Source: an optimization exercise on an open RTL-to-GDS flow (aim: small area). Production flows keep margins and buffers that such runs may drop. In this exercise RTL edits were held to simulation tests only and were not proved equivalent to the original. Power is estimated from default activity; no workload was simulated.

`flow/config.mk`:
```
export PLATFORM = sky130hd
export DESIGN_NAME = cw_acc_bank
export DESIGN_NICKNAME = cw_acc_bank
export VERILOG_FILES = /design/flow/design.v
export SDC_FILE = /design/flow/constraint.sdc
export NUM_CORES = 4
export LEC_CHECK = 0
export CAP_MARGIN = 20
export CORE_MARGIN = 2
export CORE_UTILIZATION = 30
export PLACE_DENSITY = 0.4
export SLEW_MARGIN = 20
```
`flow/constraint.sdc`:
```
create_clock -name core_clock -period 12.0 [get_ports {clk}]
set_input_delay 2.4000 -clock core_clock [delete_from_list [all_inputs] [get_ports {clk}]]
set_output_delay 2.4000 -clock core_clock [all_outputs]
set_load 0.01 [all_outputs]
```
`flow/design.v`:
```
module cw_acc (
    input  wire        clk,
    input  wire        rst,
    input  wire        smp_valid,
    input  wire [2:0]  smp_ch,
    input  wire [15:0] smp_code,
    input  wire [30:0] smp_sq,       
    input  wire        smp_sat,      
    input  wire [15:0] d_code,
    input  wire [30:0] d_sq,
    input  wire        d_sat,
    input  wire        abt_valid,
    input  wire [2:0]  abt_ch,
    input  wire [1:0]  tb_period,
    input  wire [1:0]  tb_half,
    input  wire [5:0]  hs,
    input  wire        cfg_wr,
    input  wire        cfg_run,
    input  wire [2:0]  cfg_input,
    input  wire [1:0]  cfg_closure,
    input  wire [4:0]  cfg_g,        
    input  wire [23:0] cfg_len,      
    output reg         running,
    output reg         rec_valid,
    output wire [39:0] rec_sum,
    output wire [55:0] rec_sumsq,
    output wire [23:0] rec_count,
    output wire [15:0] rec_min,
    output wire [15:0] rec_max,
    output wire [15:0] rec_aborts,
    output wire [3:0]  rec_flags      
);
    localparam CL_PERIOD = 2'd0, CL_HALF = 2'd1, CL_TIME = 2'd2, CL_ONESHOT = 2'd3;
    reg [2:0]  a_input;
    reg [1:0]  a_closure;
    reg [4:0]  a_g;
    reg [23:0] a_len;
    reg        p_valid;
    reg [2:0]  p_input;
    reg [1:0]  p_closure;
    reg [4:0]  p_g;
    reg [23:0] p_len;
    reg [39:0] w_sum;
    reg [53:0] w_sumsq;
    reg [23:0] w_count;
    reg [15:0] w_min;
    reg [15:0] w_max;
    reg [15:0] w_aborts;
    reg        w_sat;
    reg        w_part;
    reg        fresh_d;
    reg        pend_hit;
    reg        pend_ab;
    reg [23:0] r;
    wire wr    = cfg_wr & cfg_run;
    wire stop  = running & cfg_wr & ~cfg_run;
    wire start = ~running & wr;
    wire        pe_valid   = wr | p_valid;
    wire [2:0]  pe_input   = wr ? cfg_input   : p_input;
    wire [1:0]  pe_closure = wr ? cfg_closure : p_closure;
    wire [4:0]  pe_g       = wr ? cfg_g       : p_g;
    wire [23:0] pe_len     = wr ? cfg_len     : p_len;
    wire r_hi0 = ~|r[23:1];
    wire r_zero = r_hi0 & ~r[0];
    wire r_one  = r_hi0 & r[0];
    reg edge_close;
    always @(*) begin
        case (a_closure)
            CL_PERIOD: edge_close = tb_period[a_len[0]];
            CL_HALF:   edge_close = tb_half[a_len[0]];
            CL_TIME:   edge_close = r_zero;
            default:   edge_close = 1'b0;
        endcase
    end
    wire strobe_close = running & ~stop & edge_close;
    wire        use_new   = start | (strobe_close & pe_valid);
    wire [2:0]  e_input   = use_new ? pe_input   : a_input;
    wire [1:0]  e_closure = use_new ? pe_closure : a_closure;
    wire [4:0]  e_g       = use_new ? pe_g       : a_g;
    wire [2:0] bridge_hs = e_g[3] ? hs[5:3] : hs[2:0];
    wire [7:0] hs_x = {2'b11, hs};
    wire gate_ok = e_g[4] ? ({bridge_hs[0], bridge_hs[1], bridge_hs[2]} == e_g[2:0])
                          : hs_x[e_g[2:0]];
    wire active = (running & ~stop) | start;
    wire hit    = active & smp_valid & (smp_ch == e_input) & gate_ok;
    wire ab_hit = active & abt_valid & (abt_ch == e_input);
    wire a_hit  = hit & ~strobe_close;
    wire a_ab   = ab_hit & ~strobe_close;
    wire        sel_w = running & ~fresh_d;
    wire        ph    = pend_hit;
    wire [39:0] b_sum    = sel_w ? w_sum    : (ph ? {{24{d_code[15]}}, d_code} : 40'd0);
    wire [53:0] b_sumsq  = sel_w ? w_sumsq  : (ph ? {23'd0, d_sq} : 54'd0);
    wire [23:0] b_count  = sel_w ? w_count  : {23'd0, ph};
    wire [15:0] b_min    = sel_w ? w_min    : (ph ? d_code : 16'h7FFF);
    wire [15:0] b_max    = sel_w ? w_max    : (ph ? d_code : 16'h8000);
    wire [15:0] b_aborts = sel_w ? w_aborts : {15'd0, pend_ab};
    wire        b_sat    = sel_w ? w_sat    : (ph & d_sat);
    wire [39:0] n_sum    = a_hit ? b_sum + {{24{smp_code[15]}}, smp_code} : b_sum;
    wire [53:0] n_sumsq  = a_hit ? b_sumsq + {23'd0, smp_sq} : b_sumsq;
    wire [23:0] n_count  = a_hit ? b_count + 24'd1 : b_count;
    wire [15:0] n_min    = (a_hit && $signed(smp_code) < $signed(b_min)) ? smp_code : b_min;
    wire [15:0] n_max    = (a_hit && $signed(smp_code) > $signed(b_max)) ? smp_code : b_max;
    wire [15:0] n_aborts = (a_ab && b_aborts != 16'hFFFF) ? b_aborts + 16'd1 : b_aborts;
    wire        n_sat    = b_sat | (a_hit & smp_sat);
    wire ovf_close  = a_hit & sel_w & (&w_count[23:1]) & ~w_count[0];
    wire shot_close = a_hit & running & (a_closure == CL_ONESHOT) & r_one;
    wire smp_close  = ovf_close | shot_close;
    wire        take    = use_new | (smp_close & pe_valid);
    wire [23:0] a_len_d = take ? pe_len : a_len;
    wire        dec     = ~e_closure[0] | hit;
    always @(posedge clk) begin
        if (rst) begin
            running   <= 1'b0;
            p_valid   <= 1'b0;
            rec_valid <= 1'b0;
            pend_hit  <= 1'b0;
            pend_ab   <= 1'b0;
        end else begin
            rec_valid <= stop | strobe_close | smp_close;
            pend_hit  <= hit & strobe_close;
            pend_ab   <= ab_hit & strobe_close;
            if (start) begin
                running <= 1'b1;
                p_valid <= 1'b0;
            end else if (stop) begin
                running <= 1'b0;
                p_valid <= 1'b0;
            end else if (running) begin
                if (strobe_close) begin
                    p_valid <= 1'b0;
                end else if (smp_close) begin
                    p_valid <= 1'b0;
                    if (shot_close && !pe_valid)
                        running <= 1'b0;
                end else if (cfg_wr) begin
                    p_valid <= 1'b1;
                end
            end
        end
    end
    always @(posedge clk) begin
        if (take) begin
            a_input   <= pe_input;
            a_closure <= pe_closure;
            a_g       <= pe_g;
        end
        a_len <= a_len_d;
        if (wr) begin
            p_input   <= cfg_input;
            p_closure <= cfg_closure;
            p_g       <= cfg_g;
            p_len     <= cfg_len;
        end
        r <= (smp_close ? a_len_d : ((start | strobe_close) ? a_len_d : r) - {23'd0, dec});
    end
    always @(posedge clk) begin
        fresh_d  <= stop | strobe_close | smp_close;
        w_part   <= stop;
        w_sum    <= n_sum;
        w_sumsq  <= n_sumsq;
        w_count  <= n_count;
        w_min    <= n_min;
        w_max    <= n_max;
        w_aborts <= n_aborts;
        w_sat    <= n_sat;
    end
    assign rec_sum    = w_sum;
    assign rec_sumsq  = {2'b00, w_sumsq};
    assign rec_count  = w_count;
    assign rec_min    = w_min;
    assign rec_max    = w_max;
    assign rec_aborts = w_aborts;
    assign rec_flags  = {|w_aborts, w_part, w_sat, &w_count};
endmodule
module cw_acc_bank (
    input  wire         clk,
    input  wire         rst,
    input  wire         smp_valid,
    input  wire [2:0]   smp_ch,
    input  wire [15:0]  smp_code,
    input  wire         abt_valid,
    input  wire [2:0]   abt_ch,
    input  wire [1:0]   tb_period,
    input  wire [1:0]   tb_half,
    input  wire [5:0]   hs,
    input  wire         cfg_we,
    input  wire [2:0]   cfg_acc,
    input  wire [2:0]   cfg_input,
    input  wire [2:0]   cfg_closure,
    input  wire         cfg_tbase,
    input  wire [1:0]   cfg_gate,
    input  wire [7:0]   cfg_garg,
    input  wire [23:0]  cfg_length,
    input  wire         cfg_run,
    output reg          cfg_range,
    output wire [7:0]   acc_run,
    output wire [7:0]   rec_valid,
    output wire [319:0] rec_sum,
    output wire [447:0] rec_sumsq,
    output wire [191:0] rec_count,
    output wire [127:0] rec_min,
    output wire [127:0] rec_max,
    output wire [127:0] rec_aborts,
    output wire [31:0]  rec_flags
);
    reg cfg_ok;
    always @(*) begin
        cfg_ok = 1'b1;
        if (cfg_run) begin
            if (cfg_closure > 3'd3)
                cfg_ok = 1'b0;
            if (cfg_gate == 2'd3)
                cfg_ok = 1'b0;
            if (cfg_gate == 2'd1 && cfg_garg > 8'd5)
                cfg_ok = 1'b0;
            if (cfg_gate == 2'd2 && cfg_garg[6:3] != 4'd0)
                cfg_ok = 1'b0;
            if ((cfg_closure == 3'd2 || cfg_closure == 3'd3) && cfg_length < 24'd4)
                cfg_ok = 1'b0;
        end
    end
    always @(posedge clk) begin
        if (rst)
            cfg_range <= 1'b0;
        else
            cfg_range <= cfg_we & ~cfg_ok;
    end
    wire [23:0] cfg_len = cfg_closure[1] ? cfg_length : {cfg_length[23:1], cfg_tbase};
    wire [4:0]  cfg_g   = {cfg_gate[1], cfg_garg[7],
                           (cfg_gate == 2'd0) ? 3'b111 : cfg_garg[2:0]};
    wire signed [31:0] sq_full = $signed(smp_code) * $signed(smp_code);
    wire [30:0] smp_sq = sq_full[30:0];
    wire        smp_sat = (smp_code == 16'h8000) || (smp_code == 16'h7FFF);
    reg  [15:0] d_code;
    reg  [30:0] d_sq;
    always @(posedge clk) begin
        d_code <= smp_code;
        d_sq   <= smp_sq;
    end
    wire d_sat = (d_code == 16'h8000) || (d_code == 16'h7FFF);
    genvar k;
    generate
        for (k = 0; k < 8; k = k + 1) begin : g_acc
            cw_acc u_acc (
                .clk        (clk),
                .rst        (rst),
                .smp_valid  (smp_valid),
                .smp_ch     (smp_ch),
                .smp_code   (smp_code),
                .smp_sq     (smp_sq),
                .smp_sat    (smp_sat),
                .d_code     (d_code),
                .d_sq       (d_sq),
                .d_sat      (d_sat),
                .abt_valid  (abt_valid),
                .abt_ch     (abt_ch),
                .tb_period  (tb_period),
                .tb_half    (tb_half),
                .hs         (hs),
                .cfg_wr     (cfg_we && cfg_ok && cfg_acc == k),
                .cfg_run    (cfg_run),
                .cfg_input  (cfg_input),
                .cfg_closure(cfg_closure[1:0]),
                .cfg_g      (cfg_g),
                .cfg_len    (cfg_len),
                .running    (acc_run[k]),
                .rec_valid  (rec_valid[k]),
                .rec_sum    (rec_sum[40*k +: 40]),
                .rec_sumsq  (rec_sumsq[56*k +: 56]),
                .rec_count  (rec_count[24*k +: 24]),
                .rec_min    (rec_min[16*k +: 16]),
                .rec_max    (rec_max[16*k +: 16]),
                .rec_aborts (rec_aborts[16*k +: 16]),
                .rec_flags  (rec_flags[4*k +: 4])
            );
        end
    endgenerate
endmodule
```
`flow/run.sh`:
```
#!/bin/bash
# synth_recipe.tcl (not shown) runs the flow's synth.tcl, then flattens the netlist and writes it again
# the make line also repeats each setting of config.mk as NAME=value (left out here)
make -C /OpenROAD-flow-scripts/flow DESIGN_CONFIG=/design/flow/config.mk WORK_HOME=/design/flow/orfs CLKGATE_MAP_FILE= SYNTH_SCRIPT=/design/flow/synth_recipe.tcl finish
```
==> results.txt <==
==> metal layers <==
layer / track usage / part of all wire
met5: 0.000612 / 0.00021
met4: 0.157 / 0.060
met3: 0.0542 / 0.061
met2: 0.503 / 0.46
met1: 0.385 / 0.42
==> worst register-to-register path: stages (launching register included) <==
cell	delay, ns
dfxtp_1	0.30
buf_4	0.27
nor2b_4	0.94
buf_4	0.67
a22o_1	0.80
ha_1	0.62
or2_2	0.46
a21oi_1	0.18
nor3_1	0.12
o32ai_1	0.65
o221ai_1	0.26
a41oi_1	0.44
a211oi_1	0.17
o41ai_1	0.72
a21oi_1	0.17
a21oi_1	0.22
xor2_1	0.17
a21oi_1	0.09
==> final cells by class <==
cell class | count | share of cell area
antenna | 23 | 0.000331
clock buffer | 433 | 0.0502
clock inverter | 91 | 0.00662
inverter | 668 | 0.0144
multi-input combinational | 13266 | 0.519
sequential | 2174 | 0.255
tap | 6198 | 0.0446
timing repair buffer | 1997 | 0.109
==> flip-flops by register name (all words and copies together), names as in the netlist, 15 cells and up <==
register and cells:
g_acc.u_acc.w_sumsq 432, g_acc.u_acc.w_sum 320, g_acc.u_acc.a_len 192, g_acc.u_acc.p_len 192, g_acc.u_acc.r 192, g_acc.u_acc.w_count 192
g_acc.u_acc.w_aborts 128, g_acc.u_acc.w_max 128, g_acc.u_acc.w_min 128, g_acc.u_acc.a_g 40, g_acc.u_acc.p_g 40, d_sq 30
g_acc.u_acc.a_input 24, g_acc.u_acc.p_input 24, g_acc.u_acc.a_closure 16, g_acc.u_acc.p_closure 16, d_code 15
==> cell families (layout without fill, tap and decap cells) <==
group | count (synthesis) | after routing | share of synthesized area
and+or+nand+nor | 6209 | 6209 | 0.208
AOI/OAI and AO/OA | 3915 | 3915 | 0.178
DFF | 2174 | 2174 | 0.316
buffers and inverters | 1655 | 3189 | 0.0466
adders and majority gates | 1163 | 1163 | 0.117
xor gates and xnor gates | 1079 | 1079 | 0.0674
muxes | 884 | 884 | 0.0666
other | 1 | 39 | 0.0000268
==> metrics by stage <==
step	area [um2]	std cells	power [mW]
2_1_floorplan	140000	17095	29.0
3_3_place_gp	164000	24299	43.7
3_5_place_dp	164000	24302	43.7
4_1_cts	174000	24826	53.3
5_1_grt	174000	24833	56.7
6_report	174000	24850	53.4
==> path summary, 6_finish.rpt <==
check                              start                          end  slack [ns]  cells after the start
max                          smp_code[3]   g_acc[1].u_acc.w_sumsq[39]        1.11                     34
min          g_acc[6].u_acc.p_closure[1]  g_acc[6].u_acc.p_closure[1]        0.45                      2
max reg2reg       g_acc[0].u_acc.running     g_acc[0].u_acc.w_sum[38]        4.66                     17
min reg2reg  g_acc[6].u_acc.p_closure[1]  g_acc[6].u_acc.p_closure[1]        0.45                      2
==> report_power, final <==
part / total, mW / switching (mW) / internal (mW)
Combinational: 35.8 / 22.2 / 13.7
Sequential: 8.23 / 0.500 / 7.73
Clock: 9.35 / 3.88 / 5.47
Total: 53.4 / 26.6 / 26.9
==> Yosys cell counts (all sizes together) (230+ instances only) <==
library cell     n
nand3          777
xor2           515
mux2           355
buf            249
nand4          260
nor3           404
nand2         2114
nor2          1361
and3           230
inv            651
fa             240
mux2i          526
dfxtp         2094
xnor2          564
a21oi         1041
o21ai         1046
a21o           409
ha             923
clkbuf         738
==> flow_summary.ini <==
[status]
status = timing/DRC/antenna clean

[logic_synthesis]
ys_seq_elements = 2174
yosys.area.top_type_share = 0.299
async_flop_share = 0
netlist_area_mm2 = 0.140
netlist.top_cell.by_area = dfxtp_1
ys_types = 110
synth_warnings = 2
yosysSeqAreaShare = 0.316
synth_top_flop_cell = dfxtp_1
synth_area_leaders = dfxtp_1, ha_1, nand2_1, mux2i_1, a21oi_1
synth_edf_count = 80
avgSynthCellArea_um2 = 8.20
synth_cells = 17080

[finish]
multi_input_area_mm2 = 0.0902
nFillCells = 48135
layout_commonest_cell = nand2_1
layout_common_cells = nand2_1, dfxtp_1, clkdlybuf4s50_1, nor2_1, a21oi_1
drive_above_1_share = 0.0899
syn_to_final_growth_pct = 24.0
nNetsFinal = 19649
fin_util = 0.373
ff_latch_area_mm2 = 0.0444

[sta]
max_slew_margin = 0.171
hold_ws_ns = 0.446
max_freq_mhz = 91.9
hold_viol_final = 0
drv_slew = 0
finalCriticalPeriod_ns = 10.89
finalCritPeriodShare = 0.907
worst_pin_slew_ns = 1.24
fin_ws_ns = 1.11
setup_violations = 0
setup_tns_ns = 0
clock_skew_ns = 0.0502
rsz0062_at_grt = false

[die]
rows = 251
dieHeight_um = 687
core_area_mm2 = 0.466
start_util = 0.300
die_x_um = 687
io_pins = 1475
dieArea_mm2 = 0.473

[setup_path]
worstPathRequired_ns = 12.89
cpMostUsedCell = fa_1
slowest_stage = o311ai_0
worstPathArrival_ns = 11.78
cp_max_fo = 16
path_class = in -> reg
cp-start-kind = input port
crit_path_end_kind = flip-flop
slowest_delay_ns = 0.64
crit_buf_inv = 9
crit_family = adder cells

[drt]
vias = 134890
drt_pass1_iterations = 8
finalWirelength_mm = 758
viasPerCell = 5.43
ant_nets = 0
drc_errors = 0
drt_iter0_drc = 11363
avgRoutedWirePerCell_um = 30.5

[clock_tree]
postCtsSetupBuffers = 0
hold_buffers = 0
numCtsBuffers = 297
root_buffer = clkbuf_16
clockBufferDepth = 4
clock_latency_ns = 0.99
post_cts_resized = 0
cts-htree-levels = 5
clock-sinks = 2174
cts_tree = done
clk_pin_slew_ns = 0.05

[global_route]
grt_pass1_wl_mm = 1040
grt-ovfl-total = 0
antenna_found_initial = 67
grt_max_degree = 94
track_usage = 0.307
grt_pass1_vias = 127066

[placement]
place_ws_ns = 0.289
hpwlAfterDp_mm = 580
place_congestion = 0.927
port_buffers = 1458

[power]
leakage_nw = 71.7
ir_drop_v = 0.000909
power_density_mw_per_mm2 = 307

[flow_run]
drv_cap = 0

[hold_path]
hp-class = reg -> reg

-- static timing again, ports no longer ideal --
In the flow no input, the clock included, has a driving cell. The finished layout below was timed again as built, in two steps. Step 1 sets driving cells, clkbuf_16 on the clock port and buf_2 on the other inputs (assumed; they add their load-dependent delay and slew). Step 2 also shifts input and output timing later by t, the mid clock arrival at the registers, as if the neighbouring blocks saw the same clock. a / b / c = ideal ports / drivers / drivers and shift; a / b = the first two.
t, ns: 1.090
setup slack, ns: 1.114 / 1.178 / 0.088
worst register clock-pin slew, ns: 0.07 / 0.07
cell pins on the clock port's net: 1
After both steps setup and hold are still met in this run. For this run, drivers alone change the setup slack by +0.064 ns; drivers and shift together by -1.026 ns.
